Background: an optimization exercise with open tools, aiming at small area, a short achievable clock period and few clock cycles per item. Do not read the settings as production practice. For this run, only the layout was checked, not whether the RTL still works. No activity file was given, so power comes from the tool's default toggle rates.

<file path="flow/design.v">
module fr_div #(
    parameter W = 29             
) (
    input  wire [W-1:0] rem,
    input  wire         b,
    input  wire [W-1:0] dv,
    output wire [W-1:0] rem_o,
    output wire         q
);
    wire [W:0]   sh = {rem, b};
    wire [W+1:0] df = {1'b0, sh} - {2'b00, dv};
    assign q     = ~df[W+1];
    assign rem_o = q ? df[W-1:0] : sh[W-1:0];
endmodule
module freq_regress (
    input  wire        clk,
    input  wire        rst,           
    input  wire        start,         
    input  wire [29:0] p_nom,         
    input  wire        stamp_valid,
    input  wire [39:0] stamp,         
    input  wire        stamp_last,    
    output wire        stamp_ready,
    output wire        busy,
    output wire        done,          
    output wire        ok,            
    output wire [5:0]  kept,          
    output wire [47:0] period_q,      
    output wire [55:0] anchor_q,      
    output wire [31:0] freq           
);
    localparam [1:0] I_IDLE = 2'd0, I_RUN = 2'd1, I_PROD = 2'd2, I_HAND = 2'd3;
    localparam [1:0] M_NORM = 2'd0, M_SLOW = 2'd1, M_ADV = 2'd2;
    localparam [1:0] D_IDLE = 2'd0, D_RUN = 2'd1, D_FIN = 2'd2, D_DONE = 2'd3;
    reg  [1:0]  ist;
    reg         busy_r, rdy_r;
    reg  [29:0] p;
    reg  [31:0] p3;             
    reg  [32:0] p5;             
    reg  [5:0]  nrecv;          
    reg         got_last;
    reg         hv, tv;         
    reg  [39:0] hs, ts;
    reg  [1:0]  mode;
    reg  [9:0]  mcnt;
    reg  [39:0] s0;             
    reg  [39:0] prev;           
    reg  [39:0] pv;             
    reg  [5:0]  K;
    reg  [9:0]  nc;
    reg  [14:0] Sn, A1;
    reg  [21:0] Gp;
    reg  [37:0] Ssk;
    reg  [47:0] B1k;
    reg  [4:0]  j;
    reg  [28:0] accD;
    reg  [51:0] accP;
    reg  [61:0] accA;
    assign busy        = busy_r;
    assign stamp_ready = rdy_r;
    wire [40:0] sdiff = {1'b0, hs} - {1'b0, s0};
    wire [40:0] sbm1  = {1'b0, hs} + {1'b1, ~prev};       
    wire        excl  = sdiff[40] | (|sdiff[39:32]) | sbm1[40];
    wire [33:0] dv    = hs[33:0] - pv[33:0];
    wire [35:0] wlo   = {dv, 2'b00} - {4'd0, p3};
    wire [35:0] whi   = {dv, 2'b00} - {3'd0, p5};
    wire        lo_ok = ~wlo[35];
    wire        hi_ok = whi[35];
    wire ev     = (ist == I_RUN) & hv;
    wire first  = (K == 6'd0);
    wire n_excl = (mode == M_NORM) & (excl | ~lo_ok);
    wire n_keep = (mode == M_NORM) & ~excl & lo_ok & hi_ok;
    wire n_slow = (mode == M_NORM) & ~excl & lo_ok & ~hi_ok;
    wire s_excl = (mode == M_SLOW) & ~lo_ok;
    wire s_adv  = (mode == M_SLOW) & lo_ok & hi_ok;
    wire s_more = (mode == M_SLOW) & lo_ok & ~hi_ok;
    wire a_step = (mode == M_ADV) & (mcnt != 10'd0);
    wire a_keep = (mode == M_ADV) & (mcnt == 10'd0);
    wire do_first = ev & first;
    wire do_keep  = ev & ~first & (n_keep | a_keep);
    wire do_step  = ev & ~first & (n_keep | a_keep | a_step);
    wire pop      = ev & (first | n_excl | n_keep | s_excl | a_keep);
    wire take     = rdy_r & stamp_valid;
    wire push     = take & (nrecv != 6'd32);
    wire last_n   = got_last | (take & stamp_last);
    wire hv_n     = pop ? (tv | push) : (hv | push);
    wire tv_n     = pop ? (tv & push) : (tv | (hv & push));
    wire run_end  = (ist == I_RUN) & got_last & ~hv & ~tv;
    wire go       = (ist == I_IDLE) & start;
    wire div_free;
    wire hand     = (ist == I_HAND) & div_free;
    wire [31:0] Sn_x = {17'd0, Sn};
    wire [31:0] A1_x = {17'd0, A1};
    wire [31:0] Gp_x = {10'd0, Gp};
    wire [31:0] K_x  = {26'd0, K};
    wire        b_sn = Sn_x[j];
    wire        b_a1 = A1_x[j];
    wire        b_gp = Gp_x[j];
    wire        b_k  = K_x[j];
    always @(posedge clk) begin
        p3 <= {1'b0, p, 1'b0} + {2'b00, p};
        p5 <= {1'b0, p, 2'b00} + {3'b000, p} + 33'd1;
        if (rst) begin
            ist      <= I_IDLE;
            busy_r   <= 1'b0;
            rdy_r    <= 1'b0;
            hv       <= 1'b0;
            tv       <= 1'b0;
            got_last <= 1'b0;
            mode     <= M_NORM;
        end else begin
            case (ist)
            I_IDLE: if (start) begin
                p        <= p_nom;
                nrecv    <= 6'd0;
                got_last <= 1'b0;
                K        <= 6'd0;
                mode     <= M_NORM;
                busy_r   <= 1'b1;
                ist      <= I_RUN;
            end
            I_RUN: if (run_end) begin
                accD <= 29'd0;
                accP <= 52'd0;
                accA <= 62'd0;
                j    <= 5'd21;
                ist  <= I_PROD;
            end
            I_PROD: begin
                accD <= {accD[27:0], 1'b0} + (b_sn ? {14'd0, A1} : 29'd0)
                        - (b_gp ? {23'd0, K} : 29'd0);
                accP <= {accP[50:0], 1'b0} + (b_a1 ? {14'd0, Ssk} : 52'd0)
                        - (b_k ? {4'd0, B1k} : 52'd0);
                accA <= {accA[60:0], 1'b0} + (b_sn ? {14'd0, B1k} : 62'd0)
                        - (b_gp ? {24'd0, Ssk} : 62'd0);
                j    <= j - 5'd1;
                if (j == 5'd0) ist <= I_HAND;
            end
            I_HAND: if (div_free) begin
                busy_r <= 1'b0;
                ist    <= I_IDLE;
            end
            endcase
            rdy_r    <= (go | ((ist == I_RUN) & ~run_end)) & ~last_n &
                        ~(hv_n & tv_n);
            got_last <= go ? 1'b0 : last_n;
            if (take && nrecv != 6'd32) nrecv <= nrecv + 6'd1;
            hv <= hv_n;
            tv <= tv_n;
            if (pop) begin
                if (tv) hs <= ts;
                else if (push) hs <= stamp;
                if (push) ts <= stamp;
            end else begin
                if (!hv && push) hs <= stamp;
                if (push) ts <= stamp;
            end
            if (ev) begin
                if (first) begin
                    s0   <= hs;
                    prev <= hs;
                    pv   <= hs;
                    K    <= 6'd1;
                    nc   <= 10'd0;
                    Sn   <= 15'd0;
                    A1   <= 15'd0;
                    Gp   <= 22'd0;
                    Ssk  <= 38'h1_0000_0000;
                    B1k  <= 48'd0;
                end else begin
                    if (n_slow) begin
                        pv   <= pv + {10'd0, p};
                        mcnt <= 10'd1;
                        mode <= M_SLOW;
                    end
                    if (s_more) begin
                        pv   <= pv + {10'd0, p};
                        mcnt <= mcnt + 10'd1;
                    end
                    if (s_excl) begin
                        pv   <= prev;
                        mode <= M_NORM;
                    end
                    if (s_adv) mode <= M_ADV;
                    if (a_step) mcnt <= mcnt - 10'd1;
                    if (a_keep) mode <= M_NORM;
                    if (do_step) begin
                        B1k <= B1k + {10'd0, Ssk};
                        Gp  <= Gp + {7'd0, Sn};
                        A1  <= A1 + {9'd0, K};
                        nc  <= nc + 10'd1;
                    end
                    if (do_keep) begin
                        K    <= K + 6'd1;
                        Sn   <= Sn + {5'd0, nc} + 15'd1;
                        Ssk  <= Ssk + {5'd0, 1'b1, sdiff[31:0]};
                        prev <= hs;
                        pv   <= hs;
                    end
                end
            end
        end
    end
    reg  [1:0]  dst;
    reg  [4:0]  dcnt;
    reg  [28:0] dD;
    reg  [51:0] dNp;
    reg  [78:0] RP, RA;         
    reg  [83:0] RF;             
    reg  [39:0] s0d;
    reg  [5:0]  keptd;
    reg         okd, donr;
    assign div_free = (dst == D_IDLE) | (dst == D_DONE);
    assign done     = donr;
    assign ok       = okd;
    assign kept     = keptd;
    assign period_q = RP[47:0];
    assign anchor_q = RA[55:0];
    assign freq     = RF[31:0];
    wire [28:0] rp1, rp2, ra1, ra2;
    wire        qp1, qp2, qa1, qa2;
    fr_div #(.W(29)) u_p1 (.rem(RP[78:50]), .b(RP[49]), .dv(dD), .rem_o(rp1), .q(qp1));
    fr_div #(.W(29)) u_p2 (.rem(rp1),       .b(RP[48]), .dv(dD), .rem_o(rp2), .q(qp2));
    fr_div #(.W(29)) u_a1 (.rem(RA[78:50]), .b(RA[49]), .dv(dD), .rem_o(ra1), .q(qa1));
    fr_div #(.W(29)) u_a2 (.rem(ra1),       .b(RA[48]), .dv(dD), .rem_o(ra2), .q(qa2));
    wire [51:0] rf1, rf2;
    wire        qf1, qf2;
    fr_div #(.W(52)) u_f1 (.rem(RF[83:32]), .b(RF[31]), .dv(dNp), .rem_o(rf1), .q(qf1));
    fr_div #(.W(52)) u_f2 (.rem(rf1),       .b(RF[30]), .dv(dNp), .rem_o(rf2), .q(qf2));
    wire [54:0] fv    = RF[83:29];
    wire [54:0] fv25  = fv + {fv[51:0], 3'b000} + {fv[50:0], 4'b0000};
    wire [54:0] fv5   = fv + {fv[52:0], 2'b00};
    wire [46:0] per_r = RP[49:3] + {46'd0, RP[2]};
    wire [55:0] anc_r = {s0d, 16'd0} + {{8{~RA[49]}}, RA[48:1]} + {55'd0, RA[0]};
    wire [29:0] frq_r = RF[31:2] + {29'd0, RF[1]};
    always @(posedge clk) begin
        if (rst) begin
            dst  <= D_IDLE;
            donr <= 1'b0;
        end else begin
            donr <= 1'b0;
            if (hand) begin
                dD    <= accD;
                dNp   <= accP;
                RP    <= {8'd0, accP, 19'd0};
                RA    <= {accA, 17'd0};
                RF    <= {26'd0, accD, 29'd0};
                s0d   <= s0;
                keptd <= K;
                okd   <= (K >= 6'd2);
                dcnt  <= 5'd0;
                dst   <= D_RUN;
            end else begin
                case (dst)
                D_RUN: begin
                    RP   <= {rp2, RP[47:0], qp1, qp2};
                    RA   <= {ra2, RA[47:0], qa1, qa2};
                    if (dcnt < 5'd5)
                        RF[83:29] <= fv25;
                    else if (dcnt == 5'd5)
                        RF[83:29] <= fv5;
                    else if (dcnt < 5'd22)
                        RF <= {rf2, RF[29:0], qf1, qf2};
                    dcnt <= dcnt + 5'd1;
                    if (dcnt == 5'd24) dst <= D_FIN;
                end
                D_FIN: begin
                    RP[47:0] <= okd ? {1'b0, per_r} : 48'd0;
                    RA[55:0] <= okd ? anc_r : 56'd0;
                    RF[31:0] <= okd ? {2'b00, frq_r} : 32'd0;
                    donr     <= 1'b1;
                    dst      <= D_DONE;
                end
                D_DONE: dst <= D_IDLE;
                default: ;
                endcase
            end
        end
    end
endmodule
</file>
<file path="flow/run.sh">
#!/bin/bash
# synth_recipe.tcl (not shown) runs the flow's synth.tcl, then flattens the netlist and writes it again
# the make line also repeats each setting of config.mk as NAME=value (left out here)
make -C /OpenROAD-flow-scripts/flow DESIGN_CONFIG=/design/flow/config.mk WORK_HOME=/design/flow/orfs CLKGATE_MAP_FILE= SYNTH_SCRIPT=/design/flow/synth_recipe.tcl finish
</file>
<file path="flow/config.mk">
export PLATFORM = sky130hd
export DESIGN_NAME = freq_regress
export DESIGN_NICKNAME = freq_regress
export VERILOG_FILES = /design/flow/design.v
export SDC_FILE = /design/flow/constraint.sdc
export NUM_CORES = 4
export LEC_CHECK = 0
export CAP_MARGIN = 20
export CORE_MARGIN = 2
export CORE_UTILIZATION = 40
export SLEW_MARGIN = 20
</file>
<file path="flow/constraint.sdc">
create_clock -name core_clock -period 14.0 [get_ports {clk}]
set_input_delay 2.8000 -clock core_clock [delete_from_list [all_inputs] [get_ports {clk}]]
set_output_delay 2.8000 -clock core_clock [all_outputs]
set_load 0.01 [all_outputs]
</file>
==> results.toml <==
[pwr]
irDropWorstVdd_v = 0.000110
power_frac_comb = 0.456
sequentialPowerShare = 0.304
power_density_nw_per_um2 = 147
power.net_switching_mw = 5.60
leakagePower_nw = 40.4
switching_share = 0.397
p_int_mw = 8.49
clkPwrFrac = 0.240

[detailed_routing]
drc = 0
wirelength_um = 271000
routedWlPerCell_um = 21.7
first_pass_iters = 8
viasPerCell = 5.67
initialDrtViolationCount = 5405
ant_nets = 0
dr_total_vias = 70800

[timing]
tightest_slew_ns = 1.20
grt_setup_unrepaired = "false"
fin_tns_setup_ns = 0
maxSlewHeadroom = 0.199
setup_viol = 0
timing.final.crit_share = 0.648
finClkSkew_ns = 0.0475
finalCriticalPeriod_ns = 9.07
drv_slew = 0
hold_viol = 0
timing.fmax_mhz = 110

[global_route]
grt_pass1_vias = 70400
grt_start_max_net_pins = 91
overflow = 0
grt_usage = 0.238
grt_pass1_wl_um = 413000
antenna_found_initial = 10

[synth]
synth_fp_nets = 10600
synthesis.area_sq_um = 87300
yosysWarningCount = 1
async_flop_share = 0
synth-edff-count = 917
seq_area_frac_synth = 0.333
avgSynthCellArea_sq_um = 9.20
synth-seq-cells = 993
yosys.area.top_type_share = 0.315
ys_types = 109
yosysTopAreaCell = "edfxtp_1"
netlist_instances = 9485
ys_top_cells_by_area = "edfxtp_1 32%, ha_1 13%, xnor2_1 4.6%"
synth_top_flop_cell = "edfxtp_1"

[place]
io_buffers = 220
place_inst = 12200
hpwl_um = 212000
finalWeightedCongestion = 0.968
dpl_cell_area_sq_um = 91700

[cts]
htree_levels = 4
ctsHoldBuffers = 0
cts.repair.resized = 0
post-cts-setup-buffer-count = 0
clk_transition_reported_paths_ns = 0.06
root_buffer = "clkbuf_16"
clock_path_buffers = 3
cts_tree = "done"
numCtsBuffers = 130
clock_latency_ns = 0.81
clock_sinks = 993

[critical_path]
cp.required_ns = 14.51
r2r_cells = 28
arrival_ns = 9.58
crit_path_frequent_cell = "a21oi_1"
crit_slowest_cell = "buf_4"
cpPeakStageDelay_ns = 0.63
worst_setup_path_end_kind = "register"
path_class = "reg -> reg"
crit_path_max_fanout = 53
critPathLaunchType = "register"

[final_layout]
nFillCells = 20900
fin_nets = 10700
design_area_sq_um = 95900
final_common_cell = "ha_1"
drive_gt1_frac = 0.0520
final_cells = 12500
area_growth_pct = 9.87
layout_common_cells = "920 x ha_1, 917 x edfxtp_1, 825 x inv_1"

[floorplanning]
chipWidth_um = 471
start_util = 0.402
core-area_sq_um = 217000
fp-row-count = 171
die-area_sq_um = 222000
io_pins = 221
die_y_um = 471

[hold_path]
holdPathStages = 0
hold_class = "reg -> reg"

[flow_run]
maxCapViolations = 0

[status]
status = "timing/DRC/antenna clean"
[worst max-delay path: cells and delay by family, from the launching register on]
family / cells / cell delay (ns)
flip-flops: 1 / 0.57
buffers and inverters: 4 / 1.57
AND/OR/NAND/NOR: 5 / 1.03
adder cells (fa/ha/maj): 2 / 0.84
AO/OA/AOI/OAI: 15 / 3.79
multiplexers: 2 / 0.84
[synth_stat cells, types with 23 or more instances]
cell type / n
a2111oi_0: 28
a211o_1: 23
a211oi_1: 73
a21boi_0: 32
a21o_1: 382
a21oi_1: 795
a221oi_1: 38
a31oi_1: 83
and2_1: 107
and3_1: 106
and4_1: 27
buf_4: 136
clkbuf_1: 211
dfxtp_1: 76
edfxtp_1: 917
fa_1: 149
ha_1: 921
inv_1: 826
mux2_2: 80
mux2_4: 41
mux2i_1: 99
nand2_1: 662
nand2b_1: 119
nand3_1: 186
nand4_1: 102
nor2_1: 812
nor2b_1: 153
nor3_1: 179
o211ai_1: 55
o21a_1: 111
o21ai_0: 539
o21bai_1: 86
o22ai_1: 54
o31ai_1: 50
or2_2: 27
or3_1: 48
xnor2_1: 458
xor2_1: 292
[stage by stage]
stage               hold WS, ns  total power, mW  setup WS [ns]   util
global placement          0.433             10.6           5.12  0.423
floorplan                 0.426             8.94           1.84      -
CTS                       0.447             14.1           4.97  0.442
global route              0.454             15.0           4.11  0.442
finish                    0.449             14.1           4.93  0.442
detailed placement        0.434             10.7           4.99  0.423
[flip-flops by register name, indices dropped and copies added (netlist names), 40 cells and up]
name / count
RF: 84
RA: 79
RP: 79
accA: 62
accP: 52
dNp: 52
B1k: 48
hs: 40
prev: 40
s0: 40
s0d: 40
ts: 40
[metal layers]
| metal | routed length (um) | global-route usage |
|---|---|---|
| met1 | 113000 | 0.291 |
| met2 | 133000 | 0.420 |
| met5 | 18 | 0 |
| met4 | 12000 | 0.100 |
| met3 | 12400 | 0.0281 |
[power by group through the flow]
stage | registers (mW) | clock network [mW] | logic [mW]
2_1_floorplan | 4.15 | 0 | 4.79
3_3_place_gp | 4.34 | 0 | 6.26
3_5_place_dp | 4.35 | 0 | 6.35
4_1_cts | 4.29 | 3.44 | 6.40
5_1_grt | 4.32 | 3.54 | 7.11
6_report | 4.28 | 3.38 | 6.43
[final timing paths]
kind	from	end	slack, ns
worst min register to register	s0[8]	s0d[8]	0.45
worst max-delay path	RF[34]	RF[35]	4.93
worst max register to register	RF[34]	RF[35]	4.93
worst min-delay path	s0[8]	s0d[8]	0.45
[final cells by class]
type	count	area (sq um)	share of cell area
Timing Repair Buffer	291	2740	0.0286
Clock buffer	163	3490	0.0364
Multi-Input combinational cell	7280	53300	0.555
Tap cell	2854	3570	0.0372
Inverter	827	3110	0.0324
Clock inverter	74	688	0.00717
Sequential cell	993	29100	0.303
Antenna cell	2	5.00	0.0000522
[cells by family after synthesis]
| family | after synthesis | share of synthesized area |
|---|---|---|
| AND/OR/NAND/NOR | 2622 | 0.143 |
| AO/OA/AOI/OAI | 2603 | 0.190 |
| buffers and inverters | 1212 | 0.0599 |
| adder cells (fa/ha/maj) | 1070 | 0.166 |
| flip-flops | 993 | 0.333 |
| XOR/XNOR | 750 | 0.0752 |
| multiplexers | 235 | 0.0326 |

port drivers added, routing unchanged:
The flow's constraints put no driver on any port. The routed layout listed below was extracted and timed again, unchanged, in two steps. Step 1, drivers: a clkbuf_16 drives clk and a buf_2 each remaining input, both assumed. Step 2 adds t to the input delays and takes it off the output delays; t is the mean of the earliest and latest rising clock arrival at the registers after step 1. Input paths then give back, and output paths get back, about the clock's delay inside the block. a / b / c = ideal / step 1 / step 2; a / b = the first two.
t, ns: 0.872
setup WS [ns]: 4.931 / 4.931 / 4.931
worst hold slack (ns): 0.449 / 0.449 / 0.449
worst setup path after step 2: register to register
After both steps this run still meets setup and hold. For this run, drivers alone change the setup slack by 0.000 ns; drivers and shift together by 0.000 ns.
